Source: an optimization exercise on an open RTL-to-GDS flow (aim: small area and a short achievable clock period). Production flows keep margins and buffers that such runs may drop.
Only simulation tests tie the RTL to the original design; equivalence was not proved.

**flow/config.mk**
```make
export PLATFORM = sky130hd
export DESIGN_NAME = fil_slot
export DESIGN_NICKNAME = fil_slot
export VERILOG_FILES = /design/flow/design.v
export SDC_FILE = /design/flow/constraint.sdc
export NUM_CORES = 4
export LEC_CHECK = 0
export CAP_MARGIN = 20
export CORE_MARGIN = 2
export CORE_UTILIZATION = 78
export SLEW_MARGIN = 20
```
**flow/constraint.sdc**
```tcl
create_clock -name core_clock -period 230.0 [get_ports {clk}]
set_input_delay 46.0000 -clock core_clock [delete_from_list [all_inputs] [get_ports {clk}]]
set_output_delay 46.0000 -clock core_clock [all_outputs]
set_load 0.01 [all_outputs]
```
**flow/design.v**
```verilog
module fil_stage #(
    parameter FAST = 1                  
) (
    input  wire               clk,
    input  wire               rst,
    input  wire               v,        
    input  wire               e,        
    input  wire [4:0]         k,        
    input  wire [3:0]         lm1,      
    input  wire signed [23:0] x,
    output reg  [28:0]        b,        
    output wire [3:0]         nm1       
);
    reg  [16*24-1:0] hist_n;            
    reg              pc;                
    function [28:0] radd;
        input [28:0] a;
        input [28:0] bb;
        input        ci;
        reg          c;
        integer      i;
        begin
            c = ci;
            for (i = 0; i < 29; i = i + 1) begin
                radd[i] = a[i] ^ bb[i] ^ c;
                c       = (a[i] & bb[i]) | (a[i] & c) | (bb[i] & c);
            end
        end
    endfunction
    wire        g     = k > {1'b0, lm1};            
    wire [15:0] tap   = g ? 16'd1 << lm1 : 16'd0;
    reg  [23:0] xo;
    integer j;
    always @(*) begin
        xo = 24'd0;
        for (j = 0; j < 16; j = j + 1)
            xo = xo | (~hist_n[24*j +: 24] & {24{tap[j]}});
    end
    wire [28:0] base  = pc ? 29'd0 : b;
    wire [28:0] p     = radd(base, {{4{~xo[23]}}, ~xo, ~g}, 1'b0);
    wire [28:0] xs    = {{5{x[23]}}, x};
    wire [27:0] hi;
    generate
        if (FAST) begin : fa
            wire [28:0] s = {p[28:1], 1'b1} + {xs[27:0], 1'b1};
            assign hi = s[28:1];
        end else begin : ra
            wire [28:0] s = radd({1'b0, p[28:1]}, {1'b0, xs[27:0]}, 1'b1);
            assign hi = s[27:0];
        end
    endgenerate
    wire [28:0] b_new = {hi, p[0]};
    assign nm1 = g ? lm1 : k[3:0];
    always @(posedge clk) begin
        if (rst)
            pc <= 1'b1;
        else if (v)
            pc <= e;
        if (v)
            b  <= b_new;
        if (v && !e)
            hist_n <= {hist_n[15*24-1:0], ~x};
    end
endmodule
module fil_div #(
    parameter NFAST = 0                  
) (
    input  wire [28:0] b,
    input  wire [3:0]  nm1,
    output wire [23:0] y
);
    wire [3:0] a = ~nm1;
    function [4:0] step;                 
        input [3:0] r;
        input       bi;
        input [3:0] a;                   
        reg [4:0] c;
        reg [3:0] s, t;
        reg       q;
        begin
            t    = {r[2:0], bi};
            c[0] = 1'b0;
            s[0] = t[0] ^ a[0];
            c[1] = t[0] & a[0];
            s[1] = t[1] ^ a[1] ^ c[1];
            c[2] = (t[1] & a[1]) | (t[1] & c[1]) | (a[1] & c[1]);
            s[2] = t[2] ^ a[2] ^ c[2];
            c[3] = (t[2] & a[2]) | (t[2] & c[2]) | (a[2] & c[2]);
            s[3] = t[3] ^ a[3] ^ c[3];
            c[4] = (t[3] & a[3]) | (t[3] & c[3]) | (a[3] & c[3]);
            q    = r[3] | c[4];
            step = {q, q ? s : t};
        end
    endfunction
    function [4:0] step_fast;
        input [3:0] r;
        input       bi;
        input [3:0] a;
        reg [3:0] t, s, c;
        reg       q, c4;
        begin
            t    = {r[2:0], bi};
            c[0] = 1'b0;
            c[1] = t[0] & a[0];
            c[2] = (t[1] & a[1]) | ((t[1] | a[1]) & t[0] & a[0]);
            c[3] = (t[2] & a[2]) | ((t[2] | a[2]) & (t[1] & a[1]))
                 | ((t[2] | a[2]) & (t[1] | a[1]) & t[0] & a[0]);
            c4   = (t[3] & a[3]) | ((t[3] | a[3]) & (t[2] & a[2]))
                 | ((t[3] | a[3]) & (t[2] | a[2]) & (t[1] & a[1]))
                 | ((t[3] | a[3]) & (t[2] | a[2]) & (t[1] | a[1]) & t[0] & a[0]);
            q    = r[3] | c4;
            s    = t ^ a ^ c;
            step_fast = {q, q ? s : t};
        end
    endfunction
    wire [4:0]  r5 = b[28:24] + (b[28] ? {1'b0, nm1} + 5'd1 : 5'd0);
    wire [3:0]  r [0:23];
    wire [22:0] q;
    assign r[23] = r5[3:0];
    genvar i;
    generate
        for (i = 23; i >= 1; i = i - 1) begin : g
            if (i > 23 - NFAST) begin : f
                assign {q[i-1], r[i-1]} = step_fast(r[i], b[i], a);
            end else begin : c
                assign {q[i-1], r[i-1]} = step(r[i], b[i], a);
            end
        end
    endgenerate
    wire tie = (r[0] == 4'd0) && !b[0];
    assign y = {b[28], q[22:1], q[0] & ~tie};
endmodule
module fil_slot (
    input  wire        clk,
    input  wire        rst,           
    input  wire        in_valid,      
    input  wire [23:0] in_data,       
    input  wire        in_clip,
    input  wire        in_supply,
    input  wire        in_nv,
    input  wire        in_restart,    
    input  wire [1:0]  cfg_stages,    
    input  wire [3:0]  cfg_l1m1,
    input  wire [3:0]  cfg_l2m1,
    input  wire [3:0]  cfg_l3m1,
    input  wire [15:0] cfg_dm1,
    output reg         out_valid,
    output reg  [23:0] out_value,
    output reg         out_uns,
    output reg         out_clip,
    output reg         out_supply,
    output reg         out_nv
);
    reg        v0, e0;
    reg [23:0] x0;
    reg [2:0]  mk0;
    reg [3:0]  c1_0, c2_0, c3_0;      
    reg [15:0] set_dm1;
    reg        rst_r;
    always @(posedge clk) begin
        rst_r <= rst;
        v0    <= in_valid && !rst;
        e0    <= in_restart;
        x0    <= in_data;
        mk0   <= {in_nv, in_supply, in_clip};
        c1_0  <= (cfg_stages >= 2'd1) ? cfg_l1m1 : 4'd0;
        c2_0  <= (cfg_stages >= 2'd2) ? cfg_l2m1 : 4'd0;
        c3_0  <= (cfg_stages == 2'd3) ? cfg_l3m1 : 4'd0;
        if (in_valid && in_restart)
            set_dm1 <= cfg_dm1;
        else if (rst_r)
            set_dm1 <= 16'd0;
    end
    reg        first;
    reg [3:0]  l1, l2, l3;
    reg [5:0]  k;                     
    reg [15:0] dcnt;                  
    reg [5:0]  age_c, age_s, age_n;   
    wire       restart = first || e0;
    wire [5:0] k_new   = (k == 6'd63) ? 6'd63 : k + 6'd1;
    wire [4:0] ks      = {k[5] | k[4], k[3:0]};
    wire [5:0] sup = 6'd1 + {2'b0, l1} + {2'b0, l2} + {2'b0, l3};
    function [5:0] age_next;
        input       mk;
        input [5:0] age;
        begin
            age_next = mk ? 6'd0 : ((age == 6'd63) ? 6'd63 : age + 6'd1);
        end
    endfunction
    wire [5:0] age_c_new = age_next(mk0[0], age_c);
    wire [5:0] age_s_new = age_next(mk0[1], age_s);
    wire [5:0] age_n_new = age_next(mk0[2], age_n);
    wire       dz        = (dcnt == 16'd0);
    wire       keep      = restart || dz;
    wire [28:0] b1;
    wire [3:0]  n1;
    fil_stage #(.FAST(0)) u_s1 (.clk(clk), .rst(rst_r), .v(v0), .e(restart), .k(ks), .lm1(l1),
                    .x(x0), .b(b1), .nm1(n1));
    reg        v1, e1, ov1;
    reg [4:0]  k1;
    reg [3:0]  l2_1, l3_1, n1_1;
    reg [3:0]  f1;                    
    always @(posedge clk) begin
        if (rst_r) begin
            first <= 1'b1;
            l1    <= 4'd0;
            l2    <= 4'd0;
            l3    <= 4'd0;
            k     <= 6'd0;
            age_c <= 6'd63;
            age_s <= 6'd63;
            age_n <= 6'd63;
        end else if (v0) begin
            if (restart) begin
                first <= 1'b0;
                k     <= 6'd0;
                dcnt  <= set_dm1;
                age_c <= 6'd63;
                age_s <= 6'd63;
                age_n <= 6'd63;
                if (e0) begin
                    l1 <= c1_0;
                    l2 <= c2_0;
                    l3 <= c3_0;
                end
            end else begin
                k     <= k_new;
                dcnt  <= dz ? set_dm1 : dcnt - 16'd1;
                age_c <= age_c_new;
                age_s <= age_s_new;
                age_n <= age_n_new;
            end
        end
        v1   <= v0 && !rst;
        ov1  <= v0 && keep && !rst;
        e1   <= restart;
        k1   <= ks;
        l2_1 <= l2;
        l3_1 <= l3;
        n1_1 <= n1;
        f1   <= {age_n_new < sup, age_s_new < sup, age_c_new < sup,
                 restart || (k_new < sup)};
    end
    wire [23:0] y1;
    fil_div #(.NFAST(0)) u_d1 (.b(b1), .nm1(n1_1), .y(y1));
    wire [28:0] b2;
    wire [3:0]  n2;
    fil_stage u_s2 (.clk(clk), .rst(rst_r), .v(v1), .e(e1), .k(k1), .lm1(l2_1),
                    .x(y1), .b(b2), .nm1(n2));
    reg        v2, e2, ov2;
    reg [4:0]  k2;
    reg [3:0]  l3_2, n2_2;
    reg [3:0]  f2;
    always @(posedge clk) begin
        v2   <= v1 && !rst;
        ov2  <= ov1 && !rst;
        e2   <= e1;
        k2   <= k1;
        l3_2 <= l3_1;
        n2_2 <= n2;
        f2   <= f1;
    end
    wire [23:0] y2;
    fil_div #(.NFAST(2)) u_d2 (.b(b2), .nm1(n2_2), .y(y2));
    wire [28:0] b3;
    wire [3:0]  n3;
    fil_stage u_s3 (.clk(clk), .rst(rst_r), .v(v2), .e(e2), .k(k2), .lm1(l3_2),
                    .x(y2), .b(b3), .nm1(n3));
    reg        ov3;
    reg [3:0]  n3_3;
    reg [3:0]  f3;
    always @(posedge clk) begin
        ov3  <= ov2 && !rst;
        n3_3 <= n3;
        f3   <= f2;
    end
    wire [23:0] y3;
    fil_div #(.NFAST(0)) u_d3 (.b(b3), .nm1(n3_3), .y(y3));
    always @(posedge clk) begin
        out_valid  <= ov3 && !rst;
        out_value  <= y3;
        {out_nv, out_supply, out_clip, out_uns} <= f3;
    end
endmodule
```
**flow/flow/run.sh**
```bash
#!/bin/bash
# The standard layout (standard.sh), except that
#  - synthesis maps the logic with an area-oriented ABC script
#    (flow/abc.script) in place of ORFS's delay-oriented one; the synthesis
#    passes, flattening and renaming are unchanged;
#  - the port buffers are buf_2 cells (ORFS picks a delay cell);
#  - clock tree synthesis adds no dummy loads and clusters up to 28 sinks
#    within 90 um under each leaf buffer (fewer, fuller leaf buffers).
set -euo pipefail
W=$(pwd)
mkdir -p "$W/own"

# ORFS's synth.tcl, with the ABC script swapped right after the preamble
# has built the abc argument list.
sed "s|^source \$::env(SCRIPTS_DIR)/synth_preamble.tcl\$|&\nset abc_args [lreplace \$abc_args 1 1 $W/flow/abc.script]|" \
    "$FLOW_HOME/scripts/synth.tcl" > "$W/own/synth.tcl"
grep -q "lreplace \$abc_args 1 1" "$W/own/synth.tcl"

# The standard flow's synthesis script, sourcing that copy
sed "s|\$::env(SCRIPTS_DIR)/synth.tcl|$W/own/synth.tcl|" "$W/synth_recipe.tcl" > "$W/own/synth_recipe.tcl"
grep -q "$W/own/synth.tcl" "$W/own/synth_recipe.tcl"

# standard.sh, using that synthesis script
sed "s|$W/synth_recipe.tcl|$W/own/synth_recipe.tcl|g" "$W/standard.sh" > "$W/own/standard.sh"
grep -q "$W/own/synth_recipe.tcl" "$W/own/standard.sh"

bash "$W/own/standard.sh" \
    "BUFFER_PORTS_ARGS=-buffer_cell sky130_fd_sc_hd__buf_2" \
    "CTS_ARGS=-sink_clustering_enable -repair_clock_nets -dont_use_dummy_load -sink_clustering_size 28 -sink_clustering_max_diameter 90" \
    finish > "$W/flow.log" 2>&1
```
**flow/flow/abc.script**
```
strash
dch
map -a
strash
dch
map -a
strash
dch
map -a
topo
```
**flow/standard.sh**
```bash
#!/bin/bash
# synth_recipe.tcl (not shown) runs the flow's synth.tcl, then flattens the netlist and writes it again
# the make line also repeats each setting of config.mk as NAME=value (left out here)
make -C /OpenROAD-flow-scripts/flow DESIGN_CONFIG=/design/flow/config.mk WORK_HOME=/design/flow/orfs CLKGATE_MAP_FILE= SYNTH_SCRIPT=/design/flow/synth_recipe.tcl "${@:-finish}"
```
==> out/results.ini, run 1 <==
[die]
rows = 105
ios = 90
initial_utilization_pct = 78.5
die_w_um = 291
core-area_um2 = 81700
die_h_um = 291
die-area_um2 = 84600

[setup_path]
crit_path_max_incr_delay_ns = 0.32
ff2ff_setup_slack_ns = 184.78
crit_chain = buf_2
critPathCaptureType = primary output
r2r_cells = 260
start_kind = flop
critical_path_class = flop to primary output
cp_max_fo = 1
cp_slowest_cell = dfxtp_1
cp_num_cells = 1
r2r-end = u_s3.b[28]
cp.arrival_ns = 1.11
worst_ep_required_time_ns = 184.00
r2r_start = u_s2.b[28]
crit_buf_inv = 1
path_delay_family = flip-flops

[placement]
placedCellCount = 5977
dp_hpwl_mm = 94.9
place.port_buffers = 89
gp_congestion = 0.862

[sta]
hold_slack_ns = 0.333
setup_violations = 0
rsz0062_at_grt = no
period_share_pct = 20.5
fmax_mhz = 21.2
slew-limit-headroom_pct = 26.1
finClkSkew_ns = 0.112
fin_setup_tns_ns = 0
hold_viol_final = 0
drv_slew = 0
period_needed_ns = 47.11
tightest_slew_ns = 1.11

[detailed_routing]
routed-via-count = 40884
routed_wl_mm = 149
ant_nets = 0
viasPerCell = 6.77
avgRoutedWirePerCell_um = 24.7
drc = 0
first_iter_violations = 5592
drt_pass1_iterations = 6

[clock_tree]
clockBufferDepth = 3
clockRootBuffer = clkbuf_16
cts_tree = done
cts_buffers = 59
cts_hold_buf = 0
clk_pin_slew_worst_paths_ns = 0.11
ctsHtreeMaxLevel = 2
worstSkewPairLatency_ns = 0.70
post_cts.repair.setup_buffers = 0
clock_sinks = 1435
cts_resized = 0

[finish]
final_cells = 6038
final_layout_size_suffix_gt1_share_pct = 5.56
nFillCells = 4209
seq_area_um2 = 41500
final_nets = 5542
multi_input_area_um2 = 20700
area_growth_pct = 6.18
antennaDiodeCount = 0

[flow_run]
max_cap_violations = 0

[min_path]
hp-start = l3_1[1]
holdPathStages = 0
hold_class = flop to flop
min_to = l3_2[1]

[yosys]
netlist_area_um2 = 64200
synth_area_per_cell_um2 = 13.5
synth_warnings = 5
ys_seq_elements = 1435
synth_cell_types = 38
syn_inst = 4740
syn_nets = 5312
synth_ff_type = edfxtp_1
ys_seq_area_share_pct = 64.6
synth_edf_count = 1271
async_flop_share_pct = 0

[global_routing]
grt_pass1_vias = 40209
antenna_found_initial = 3
grt_max_degree = 216
track_usage_pct = 35.5
grt_pass1_wl_mm = 228
grt-ovfl-total = 0

[run_status]
status = no timing/DRC/antenna violations

-- registers in the layout, indices dropped and copies added, names as in the netlist, 16 cells and up --
name,cells
dcnt,16
u_s3.hist_n,384
u_s1.b,29
out_value,24
x0,24
set_dm1,16
u_s2.b,29
u_s1.hist_n,384
u_s2.hist_n,384
u_s3.b,29
-- cell families after synthesis --
group	after synthesis	share of synthesized area [%]
mux	64	0.998
simple gates	1162	7.67
compound gates	938	8.77
flops	1435	64.6
fa+ha+maj	511	13.7
buf+inv	551	3.22
xor+xnor	79	1.08
-- layout make-up --
class                      instances  share of cell area, %
clock buffer                      59                   2.17
inverter                         551                   3.04
multi-input combinational       2754                   30.3
sequential                      1435                   60.8
tap                             1070                   1.97
timing repair buffer             169                   1.65
-- how the worst max path moves through the flow --
stage | start | slack [ns] | to
after floorplan | in_valid | 182.93 | set_dm1[0]
after global placement | in_valid | 182.52 | set_dm1[0]
after detailed placement | in_restart | 182.47 | set_dm1[0]
after CTS | out_value[0] | 182.86 | out_value[0]
after global routing | u_s2.b[28] | 181.17 | u_s3.b[28]
final | out_value[0] | 182.89 | out_value[0]
-- cell usage in the layout (no fill, tap or decap), types with 7 or more instances in the layout --
cell type and count:
nor4_1 116, xor2_1 60, o22a_2 13, o22ai_1 512
nand3_1 76, nor2_1 275, dfxtp_1 159, fa_1 316
a21oi_1 222, o21bai_1 7, xnor2_1 19, a31oi_1 12
buf_2 89, clkinv_1 549, o211ai_1 7, nand2_1 598
or2_2 18, ha_1 195, edfxtp_1 1271, clkbuf_16 59
nor3_1 60, o21ai_0 112, mux2i_1 64, buf_4 75
o221ai_1 22
-- routing by layer --
| layer | share of wire [%] | vias to the layer above | wire length [µm] | track usage [%] |
|---|---|---|---|---|
| li1 | - | 17769 | - | - |
| met1 | 38 | 19883 | 56200 | 52.3 |
| met2 | 47 | 2892 | 69800 | 55.4 |
| met3 | 12 | 338 | 18300 | 6.06 |
| met4 | 3.3 | 2 | 4910 | 11.7 |
| met5 | 0.0080 | - | 12 | 0 |
-- worst register-to-register path: cells and delay by family (launching register included) --
family                   cells  cell delay, ns
XOR/XNOR                     1            0.15
multiplexers                 1            0.20
adder cells (fa/ha/maj)     68           19.33
AO/OA/AOI/OAI               38            6.03
flip-flops                   1            0.64
buffers and inverters       65            7.80
AND/OR/NAND/NOR             87           10.86
-- metrics by stage --
step | area (µm²) | setup slack [ns] | util (%)
2_1_floorplan | 64200 | 182.93 | -
3_3_place_gp | 66600 | 182.52 | 81.5
3_5_place_dp | 66600 | 182.47 | 81.5
4_1_cts | 68100 | 182.86 | 83.3
5_1_grt | 68100 | 181.17 | 83.4
6_report | 68100 | 182.89 | 83.4
-- synthesized netlist by cell type, types with 22 or more instances --
master    number  share of area, %
o21ai_0      112              0.87
o221ai_1      22              0.30
nor3_1        60              0.47
edfxtp_1    1271                59
o22ai_1      512               5.0
fa_1         316               9.9
nor4_1       116               1.1
a21oi_1      222               1.7
nand2_1      598               3.5
xor2_1        60              0.82
mux2i_1       64               1.0
dfxtp_1      164               5.1
clkinv_1     551               3.2
nor2_1       278               1.6
ha_1         195               3.8
nand3_1       76              0.59
==> inputs of run 2 (changes only) <==
--- a/flow/config.mk
+++ b/flow/config.mk
@@ -9,3 +9,3 @@
 export CORE_MARGIN = 2
-export CORE_UTILIZATION = 78
+export CORE_UTILIZATION = 70
 export SLEW_MARGIN = 20
==> out/results.ini, run 2 <==
[yosys]
synth_area_leader_cell = edfxtp_1  ; unchanged
synth_cell_types = 38  ; unchanged
synthAdderAreaFrac_pct = 13.7  ; unchanged
synth_warnings = 5  ; unchanged
async_flop_share_pct = 0  ; unchanged
ys_top_cells_by_count = edfxtp_1, nand2_1, clkinv_1  ; unchanged
syn_inst = 4740  ; unchanged
ys_seq_elements = 1435  ; unchanged
synth_ff_type = edfxtp_1  ; unchanged
synthTopCellsByArea = edfxtp_1, fa_1, dfxtp_1, o22ai_1, ha_1  ; unchanged
netlist_area_um2 = 64200  ; unchanged
synth-simple-area-share_pct = 7.67  ; unchanged
ys_seq_area_share_pct = 64.6  ; unchanged
synth_xor_area_share_pct = 1.08  ; unchanged
synth_area_per_cell_um2 = 13.5  ; unchanged
synth_edf_count = 1271  ; unchanged
syn_nets = 5312  ; unchanged
yosysTopAreaCellShare_pct = 59.5  ; unchanged
yosysMostFrequentCell = edfxtp_1  ; unchanged
synth-compound-area-share_pct = 8.77  ; unchanged
synth_top_family_by_area = adder cells  ; unchanged
synth.mux.area_fraction_pct = 0.998  ; unchanged

[placement]
placedCellCount = 6093  ; was 5977
gp_congestion = 0.841  ; was 0.862
pre_cts_slack_ns = 182.48  ; was 182.47 ns
place.port_buffers = 89  ; unchanged
dp_hpwl_mm = 92.6  ; was 94.9 mm
postPlaceCellArea_um2 = 66700  ; was 66600 µm²

[setup_path]
crit_path_max_incr_delay_ns = 0.33  ; was 0.32 ns
path_delay_family = flip-flops  ; unchanged
critPathCaptureType = primary output  ; unchanged
cp_max_fo = 1  ; unchanged
crit_chain = buf_2  ; unchanged
cp_slowest_cell = dfxtp_1  ; unchanged
critical_path_class = flop to primary output  ; unchanged
start_kind = flop  ; unchanged
crit_buf_inv = 1  ; unchanged
worst_ep_required_time_ns = 184.00  ; about the same
cp.arrival_ns = 1.17  ; was 1.11 ns

[min_path]
hold_class = flop to flop  ; unchanged

[clock_tree]
cts_hold_buf = 0  ; unchanged
cts_resized = 0  ; unchanged
clockRootBuffer = clkbuf_16  ; unchanged
worstSkewPairLatency_ns = 0.74  ; was 0.70 ns
clk_pin_slew_worst_paths_ns = 0.10  ; was 0.11 ns
ctsHtreeMaxLevel = 2  ; unchanged
cts_buffers = 59  ; unchanged
clock_sinks = 1435  ; unchanged
cts_tree = done  ; unchanged
clockBufferDepth = 3  ; unchanged
post_cts.repair.setup_buffers = 0  ; unchanged

[sta]
rsz0062_at_grt = no  ; unchanged
period_share_pct = 20.5  ; about the same
finClkSkew_ns = 0.0869  ; was 0.112 ns
tightest_slew_ns = 1.16  ; was 1.11 ns
period_needed_ns = 47.17  ; was 47.11 ns
setup_violations = 0  ; unchanged
slew-limit-headroom_pct = 22.5  ; was 26.1%
fmax_mhz = 21.2  ; about the same
fin_ws_ns = 182.83  ; was 182.89 ns
drv_slew = 0  ; unchanged
hold_viol_final = 0  ; unchanged
hold_slack_ns = 0.331  ; was 0.333 ns
fin_setup_tns_ns = 0  ; unchanged

[die]
die_w_um = 307  ; was 291 µm
die_h_um = 307  ; was 291 µm
initial_utilization_pct = 70.3  ; was 78.5%
rows = 111  ; was 105
core-area_um2 = 91200  ; was 81700 µm²
ios = 90  ; unchanged
die-area_um2 = 94100  ; was 84600 µm²

[finish]
reg.largest.list = u_s1.hist_n (384), u_s2.hist_n (384), u_s3.hist_n (384)  ; unchanged
final_layout_size_suffix_gt1_share_pct = 5.52  ; was 5.56%
final_common_cell = edfxtp_1  ; unchanged
final_nets = 5541  ; was 5542
final_cells = 6153  ; was 6038
area_growth_pct = 6.36  ; was 6.18%
layout_common_cells = edfxtp_1, nand2_1, clkinv_1, o22ai_1, fa_1  ; unchanged
antennaDiodeCount = 0  ; unchanged
fin_area_um2 = 68200  ; was 68100 µm²
final_util_pct = 74.8  ; was 83.4%

[global_routing]
grt_max_degree = 188  ; was 216
grt-ovfl-total = 0  ; unchanged
track_usage_pct = 31.0  ; was 35.5%
grt_pass1_wl_mm = 221  ; was 228 mm
antenna_found_initial = 0  ; was 3
grt_pass1_vias = 37999  ; was 40209

[detailed_routing]
first_iter_violations = 4987  ; was 5592
routed-via-count = 39418  ; was 40884
viasPerCell = 6.41  ; was 6.77
avgRoutedWirePerCell_um = 23.5  ; was 24.7 µm
ant_nets = 0  ; unchanged
drc = 0  ; unchanged
drt_pass1_iterations = 6  ; unchanged
routed_wl_mm = 145  ; was 149 mm

[flow_run]
max_cap_violations = 0  ; unchanged

[run_status]
status = no timing/DRC/antenna violations  ; unchanged

run 2: cell counts after synthesis:
No cell type changed its count.
run 2: final cells by class:
| class | count | area [µm²] |
|---|---|---|
| clock buffer | 59 | 1480 |
| fill | 5812 | 23000 |
| inverter | 551 | 2070 |
| multi-input combinational | 2754 | 20700 |
| sequential | 1435 | 41500 |
| tap | 1186 | 1480 |
| timing repair buffer | 168 | 1090 |
run 2: cells by family (layout without fill, tap and decap cells):
group           after synthesis  in the layout
xor+xnor                     79             79
mux                          64             64
simple gates               1162           1162
fa+ha+maj                   511            511
compound gates              938            938
flops                      1435           1435
buf+inv                     551            778
run 2: routing by layer:
| metal | GRT usage, % | up-vias | wire (µm) |
|---|---|---|---|
| met4 | 7.71 | 0 | 3540 |
| met2 | 47.8 | 1970 | 66400 |
| met1 | 48.0 | 19478 | 61300 |
| met3 | 3.80 | 218 | 13500 |
| met5 | 0.258 | - | 0 |
| li1 | - | 17752 | - |
run 2: worst paths after layout:
| kind | start | end | slack, ns | cells after the start |
|---|---|---|---|---|
| max | out_nv | out_nv | 182.83 | 1 |
| min | l3_1[2] | l3_2[2] | 0.33 | 0 |
| max reg2reg | u_s2.b[28] | u_s3.b[28] | 185.94 | 254 |
| min reg2reg | l3_1[2] | l3_2[2] | 0.33 | 0 |
==> inputs of run 3 (changes only) <==
--- a/flow/design.v
+++ b/flow/design.v
@@ -10,3 +10,3 @@
     input  wire signed [23:0] x,
-    output reg  [28:0]        b,        
+    output reg  [28:1]        b,        
     output wire [3:0]         nm1       
@@ -38,3 +38,4 @@
     end
-    wire [28:0] base  = pc ? 29'd0 : b;
+    wire        n0    = g ? ~lm1[0] : k[0];
+    wire [28:0] base  = {pc ? 28'd0 : b, n0};
     wire [28:0] p     = radd(base, {{4{~xo[23]}}, ~xo, ~g}, 1'b0);
@@ -59,3 +60,3 @@
         if (v)
-            b  <= b_new;
+            b  <= b_new[28:1];
         if (v && !e)
@@ -67,3 +68,3 @@
 ) (
-    input  wire [28:0] b,
+    input  wire [28:1] b,               
     input  wire [3:0]  nm1,
@@ -129,3 +130,3 @@
     endgenerate
-    wire tie = (r[0] == 4'd0) && !b[0];
+    wire tie = (r[0] == 4'd0) && nm1[0];
     assign y = {b[28], q[22:1], q[0] & ~tie};
@@ -194,3 +195,3 @@
     wire       keep      = restart || dz;
-    wire [28:0] b1;
+    wire [28:1] b1;
     wire [3:0]  n1;
@@ -245,3 +246,3 @@
     fil_div #(.NFAST(0)) u_d1 (.b(b1), .nm1(n1_1), .y(y1));
-    wire [28:0] b2;
+    wire [28:1] b2;
     wire [3:0]  n2;
@@ -263,4 +264,4 @@
     wire [23:0] y2;
-    fil_div #(.NFAST(2)) u_d2 (.b(b2), .nm1(n2_2), .y(y2));
-    wire [28:0] b3;
+    fil_div #(.NFAST(0)) u_d2 (.b(b2), .nm1(n2_2), .y(y2));
+    wire [28:1] b3;
     wire [3:0]  n3;
==> out/results.ini, run 3 <==
[detailed_routing]
viasPerCell = 6.51  ; was 6.41
routed-via-count = 39557  ; was 39418
first_iter_violations = 5344  ; was 4987
drt_pass1_iterations = 5  ; was 6
routed_wl_mm = 146  ; was 145 mm
avgRoutedWirePerCell_um = 24.0  ; was 23.5 µm
drc = 0  ; unchanged
ant_nets = 0  ; unchanged

[global_routing]
antenna_found_initial = 2  ; was 0
track_usage_pct = 31.5  ; was 31.0%
grt_pass1_vias = 38192  ; was 37999
grt_max_degree = 188  ; unchanged
grt-ovfl-total = 0  ; unchanged
grt_pass1_wl_mm = 223  ; was 221 mm

[die]
ios = 90  ; unchanged
die-area_um2 = 93500  ; was 94100 µm²
die_w_um = 306  ; was 307 µm
rows = 110  ; was 111
die_h_um = 306  ; was 307 µm
core-area_um2 = 90100  ; was 91200 µm²
initial_utilization_pct = 70.7  ; was 70.3%

[finish]
fin_area_um2 = 67800  ; was 68200 µm²
reg.largest.list = u_s1.hist_n (384), u_s2.hist_n (384), u_s3.hist_n (384)  ; unchanged
antennaDiodeCount = 0  ; unchanged
layout_common_cells = edfxtp_1, nand2_1, o22ai_1, clkinv_1, fa_1  ; was edfxtp_1, nand2_1, clkinv_1, o22ai_1, fa_1
area_growth_pct = 6.31  ; was 6.36%
final_nets = 5461  ; was 5541
final_layout_size_suffix_gt1_share_pct = 5.49  ; was 5.52%
final_common_cell = edfxtp_1  ; unchanged
final_util_pct = 75.2  ; was 74.8%

[yosys]
synthTopCellsByArea = edfxtp_1, fa_1, o22ai_1, dfxtp_1, ha_1  ; was edfxtp_1, fa_1, dfxtp_1, o22ai_1, ha_1
synth_area_leader_cell = edfxtp_1  ; unchanged
ys_seq_area_share_pct = 64.9  ; was 64.6%
async_flop_share_pct = 0  ; unchanged
syn_inst = 4668  ; was 4740
syn_nets = 5231  ; was 5312
ys_top_cells_by_count = edfxtp_1, nand2_1, o22ai_1  ; was edfxtp_1, nand2_1, clkinv_1
synth_warnings = 4  ; was 5
yosysMostFrequentCell = edfxtp_1  ; unchanged
synth_area_per_cell_um2 = 13.7  ; was 13.5 µm²
synth_edf_count = 1268  ; was 1271
synth_cell_types = 37  ; was 38
netlist_area_um2 = 63800  ; was 64200 µm²
ys_seq_elements = 1432  ; was 1435
synth_ff_type = edfxtp_1  ; unchanged
yosysTopAreaCellShare_pct = 59.7  ; was 59.5%

[sta]
fmax_mhz = 21.2  ; about the same
period_needed_ns = 47.18  ; was 47.17 ns
fin_setup_tns_ns = 0  ; unchanged
tightest_slew_ns = 1.08  ; was 1.16 ns
fin_ws_ns = 182.83  ; about the same
finClkSkew_ns = 0.0609  ; was 0.0869 ns
rsz0062_at_grt = no  ; unchanged
drv_slew = 0  ; unchanged
slew-limit-headroom_pct = 28.1  ; was 22.5%
hold_viol_final = 0  ; unchanged
setup_violations = 0  ; unchanged
period_share_pct = 20.5  ; about the same

[setup_path]
cp_slowest_cell = dfxtp_1  ; unchanged
cp.arrival_ns = 1.17  ; about the same
start_kind = flop  ; unchanged
critPathCaptureType = primary output  ; unchanged
crit_chain = buf_2  ; unchanged
crit_path_max_incr_delay_ns = 0.35  ; was 0.33 ns
crit_buf_inv = 1  ; unchanged
cp_max_fo = 1  ; unchanged
critical_path_class = flop to primary output  ; unchanged
worst_ep_required_time_ns = 184.00  ; about the same
path_delay_family = flip-flops  ; unchanged

[placement]
postPlaceCellArea_um2 = 66300  ; was 66700 µm²
gp_congestion = 0.838  ; was 0.841
dp_hpwl_mm = 92.4  ; was 92.6 mm
pre_cts_slack_ns = 182.47  ; was 182.48 ns
place.port_buffers = 89  ; unchanged

[clock_tree]
clockBufferDepth = 3  ; unchanged
worstSkewPairLatency_ns = 0.70  ; was 0.74 ns
cts_buffers = 58  ; was 59
cts_tree = done  ; unchanged
cts_resized = 0  ; unchanged
cts_hold_buf = 0  ; unchanged
ctsHtreeMaxLevel = 2  ; unchanged
clk_pin_slew_worst_paths_ns = 0.11  ; was 0.10 ns
post_cts.repair.setup_buffers = 0  ; unchanged
clock_sinks = 1432  ; was 1435
clockRootBuffer = clkbuf_16  ; unchanged

[min_path]
hold_class = flop to flop  ; unchanged

[flow_run]
max_cap_violations = 0  ; unchanged

[run_status]
status = no timing/DRC/antenna violations  ; unchanged

[run 3: layout make-up]
cell class	count	area [µm²]
sequential	1432	41400
fill	5722	22400
multi-input combinational	2694	20400
inverter	542	2030
tap	1176	1470
clock buffer	58	1450
timing repair buffer	170	1070
[run 3: cell families (layout without fill, tap and decap cells)]
group	count (synthesis)	after routing	share of synthesized area (%)
DFF	1432	1432	64.9
AOI/OAI and AO/OA	955	955	8.87
adders and majority gates	502	502	13.6
and+or+nand+nor	1090	1090	7.30
xor gates and xnor gates	83	83	1.14
muxes	64	64	1.00
buffers and inverters	542	770	3.19
[run 3: layer usage]
layer,global-route usage (%),wire length [µm]
met5,0,0
met4,7.57,3670
met3,4.68,14500
met2,48.6,67300
met1,48.3,60200
[run 3: path summary, 6_finish.rpt]
check	slack, ns	to	startpoint	cells past startpoint
min reg2reg	0.34	f2[3]	f1[3]	0
max	182.83	out_value[9]	out_value[9]	1
min	0.34	f2[3]	f1[3]	0
max reg2reg	185.07	u_s3.b[28]	u_s2.b[28]	261
[run 3: stage by stage]
stage               cells  hold WS (ns)
floorplan            4668         0.310
global placement     6014         0.310
detailed placement   6014         0.313
CTS                  6072         0.336
global route         6072         0.344
finish               6072         0.335
[run 3: worst reg2reg max path, delay by kind of cell, from the launching register on]
| family | cells | cell delay (ns) |
|---|---|---|
| AO/OA/AOI/OAI | 37 | 5.32 |
| XOR/XNOR | 1 | 0.14 |
| adder cells (fa/ha/maj) | 71 | 20.40 |
| buffers and inverters | 72 | 7.64 |
| flip-flops | 1 | 0.61 |
| AND/OR/NAND/NOR | 80 | 10.51 |

-- re-timing with driven ports --
The results above use ideal ports. As a check the final layouts listed here were re-extracted and re-timed, cells and wires unchanged.
Step 1, drivers: a clkbuf_16 drives clk and a buf_2 each remaining input, both assumed.
Step 2 moves the port delays by t, midway between the first and last clock arrival at a register: inputs arrive t later, outputs are due t later. That takes back most of the time a late clock gives input paths.
a / b / c = ideal ports / drivers / drivers and shift; a / b = the first two.
| run | shift t [ns] | setup slack, ns | worst setup path at the end | latest minus earliest clock arrival (ns) | worst slew at a driven data input, ns |
|---|---|---|---|---|---|
| run 1 | 0.718 | 182.886 / 182.815 / 182.555 | input to register | 0.113 / 0.113 | 0.04 |
| run 2 | 0.765 | 182.832 / 182.759 / 182.543 | input to register | 0.087 / 0.086 | 0.04 |
| run 3 | 0.746 | 182.825 / 182.756 / 182.562 | input to register | 0.073 / 0.074 | 0.04 |
After both steps setup and hold are still met in every run listed. The setup slack of run 1, which loses most, moves by -0.071 ns with the drivers and by -0.331 ns with both steps.
